This design comes from an exercise in tuning for small area, a short achievable clock period and few clock cycles per item on the open sky130 flow, not from production work. In this exercise RTL edits were held to simulation tests only and were not proved equivalent to the original.

==> run a: inputs <==
## wovin_vlane
module wovin_vlane (
    input  wire        clk,
    input  wire        rst,
    input  wire        in_valid,
    output wire        in_ready,
    input  wire [7:0]  op,
    input  wire [7:0]  fn,
    input  wire [47:0] a,
    input  wire [47:0] b,
    input  wire [47:0] c,
    input  wire [47:0] d,
    input  wire [47:0] g,
    output reg         out_valid,
    output reg  [47:0] out_d,
    output reg  [47:0] out_c
);
Settings: LEC_CHECK=0, CAP_MARGIN=20, CORE_MARGIN=2, CORE_UTILIZATION=50, GPL_ROUTABILITY_DRIVEN=1, PLACE_DENSITY=0.65, SETUP_SLACK_MARGIN=5, SLEW_MARGIN=20; clock period 15.0 ns.
standard.sh (not shown) runs the stock make flow with config.mk's settings and CLKGATE_MAP_FILE= SYNTH_SCRIPT=/design/flow/synth_recipe.tcl, a recipe that flattens the netlist after the stock synthesis.
==> flow/flow/run.sh <==
#!/bin/bash
# The standard layout (the standard.sh: standard synthesis, ORFS floorplan to
# finish) with two changes to ORFS's settings: a larger setup margin for
# repair_timing, so that the resizer keeps working on paths that already meet
# the 15 ns clock, and buf_1 as the buffer that buffer_ports puts on every
# input and output port.
set -euo pipefail
bash standard.sh SETUP_SLACK_MARGIN=9.5 "BUFFER_PORTS_ARGS=-buffer_cell sky130_fd_sc_hd__buf_1" finish > standard_finish.log 2>&1
==> inputs of run b, as changes to run a <==
--- a/flow/design.v
+++ b/flow/design.v
@@ -115,14 +115,15 @@
             fn0   <= fn[6:0];
             amt0  <= (opi == O_RND) ? fn[5:0] : g[5:0];
             cplx0 <= i_cmx | i_bfly;
             X0    <= i_bfly ? c : i_macmul ? {i_ha, 24'd0} :
                      (opi == O_SLL) ? rev48(a) : a;
-            C0    <= c;
-            D0    <= i_bfly ? a : (opi == O_BCST) ? g : d;
+            D0[23:0] <= i_bfly ? a[23:0] : (opi == O_BCST) ? g[23:0] : d[23:0];
         end
+        D0[47:24] <= i_bfly ? a[47:24] : (opi == O_BCST) ? g[47:24] : d[47:24];
         B0 <= b;
+        C0 <= c;
         if (in_ready) begin
             bh_one <= i_eh[11:0];
             bh_two <= i_eh[23:12];
             bh_neg <= i_eh[35:24];
             bl_one <= i_el[11:0];
@@ -1994,11 +1995,11 @@
     reg  [49:0] e_n;
     always @(*) begin
         if (k_bcst)                      e_n = {2'b00, D0};
         else if (k_alt)                  e_n = {s_hi, s_lo};
         else if (k_mac)                  e_n = {{2{D0[47]}}, D0};
-        else if (k_cmac)                 e_n = pass ? {{2{C0[47]}}, C0} : {{2{D0[47]}}, D0};
+        else if (k_cmac)                 e_n = pass ? {{2{C1[47]}}, C1} : {{2{D0[47]}}, D0};
         else if (k_bfly)                 e_n = {{25{e_x[24]}}, e_x};
         else                             e_n = 50'd0;
     end
     reg        v1, pass1, last1, ab1;
     reg [48:0] S1, K1;
@@ -2105,9 +2106,9 @@
     always @(posedge clk) begin
         if (rst) out_valid <= 1'b0;
         else     out_valid <= v2 & last2;
         if (~pass2)                out_d[47:24] <= nd[47:24];
         if (~(pass2 & c_cmac2))    out_d[23:0]  <= nd[23:0];
-        if (~(pass2 & c_bfly2))    out_c[47:24] <= nc[47:24];
-        out_c[23:0] <= nc[23:0];
+        if (~(pass2 & (c_bfly2 | c_rnd2 & ~c_bfly2))) out_c[47:24] <= nc[47:24];
+        if (~(pass2 & c_rnd2 & ~c_bfly2))           out_c[23:0]  <= nc[23:0];
     end
 endmodule
==> flow/run.sh (new file) <==
#!/bin/bash
# synth_recipe.tcl (not shown) runs the flow's synth.tcl, then flattens the netlist and writes it again
# the make line also repeats each setting of config.mk as NAME=value (left out here)
make -C /OpenROAD-flow-scripts/flow DESIGN_CONFIG=/design/flow/config.mk WORK_HOME=/design/flow/orfs CLKGATE_MAP_FILE= SYNTH_SCRIPT=/design/flow/synth_recipe.tcl finish
CAP_MARGIN = 30   (was 20)
SLEW_MARGIN = 50   (was 20)
removed: flow/flow/run.sh
removed: flow/standard.sh
==> comparison table <==
Post-synthesis compound-gate area fraction: run b 0.234; run a 0.226
Startpoint of the worst setup timing path: run b c_mac2$_DFF_P_; run a X0[33]$_DFFE_PP_
Status: run b complete, no violations; run a complete, no violations
Commonest non-fill, non-tap cell in the layout: run b sky130_fd_sc_hd__nand2_1; run a sky130_fd_sc_hd__a21oi_1
Final GP Congestion: run b 1.08; run a 1.10
Sequential fraction of total cell area: run b 0.198; run a 0.206
Startpoint of the worst hold path: run b C0[40]$_DFF_P_; run a C1[15]$_DFF_P_
Path length in cells of the critical path: run b 17; run a 11
Max incr delay on CP: run b 0.79 ns; run a 0.78 ns
Met3 track utilization from global routing: run b 0.191; run a 0.174
Number of global-route vias before repair: run b 74900; run a 72400
Max stage delay cell, worst path: run b sky130_fd_sc_hd__or4_4; run a sky130_fd_sc_hd__fa_2
Core occupancy in the finished layout: run b 0.556; run a 0.548
Final Instance Area: run b 86500 sq um; run a 85300 sq um
Number of optimization iterations in the first detailed-route pass: run b 8; run a 9
Proportion of synthesized chip area in sequential cells: run b 0.218; run a 0.224
Capture point of the worst reg-to-reg path: run b out_d[3]$_DFFE_PN_; run a K1[24]$_DFF_P_
Non-clk invs: run b 380; run a 373
Number of nets in the final layout: run b 9943; run a 9744
Routing usage on met1: run b 0.585; run a 0.594
Syn avg cell area: run b 8.64 sq um; run a 8.89 sq um
WL per Instance: run b 36.2 um; run a 36.7 um
Post-route worst setup slack: run b 7.78 ns; run a 9.37 ns
Testbench counts of run a, summed over its fixed seeds: cycles 41,040, ops 32,000.
Testbench counts of run b, summed over its fixed seeds: cycles 41,040, ops 32,000.

==> afterwards: timing with drivers on the ports <==
How much do the figures lean on ideal ports? The routed layouts below were timed once more, with nothing changed but the port constraints. Step 1: set_driving_cell puts a clkbuf_16 on clk and a buf_2 on each other input, an assumption about the parent block. Step 2 also shifts input and output timing later by t, the mid clock arrival at the registers, as if the neighbouring blocks saw the same clock. Slacks: ideal / step 1 / step 2; pairs: ideal / step 1.
run | shift t [ns] | setup slack, ns | hold WS [ns] | worst setup path after step 2 | clock arrival spread, ns
run a | 0.809 | 9.370 / 9.370 / 8.857 | 0.316 / 0.316 / 0.316 | input to register | 0.072 / 0.071
run b | 0.786 | 7.780 / 7.780 / 7.780 | 0.324 / 0.324 / 0.324 | register to register | 0.032 / 0.033
After both steps every run listed still meets setup and hold. The setup slack of run a, which loses most, moves by 0.000 ns with the drivers and by -0.513 ns with both steps.
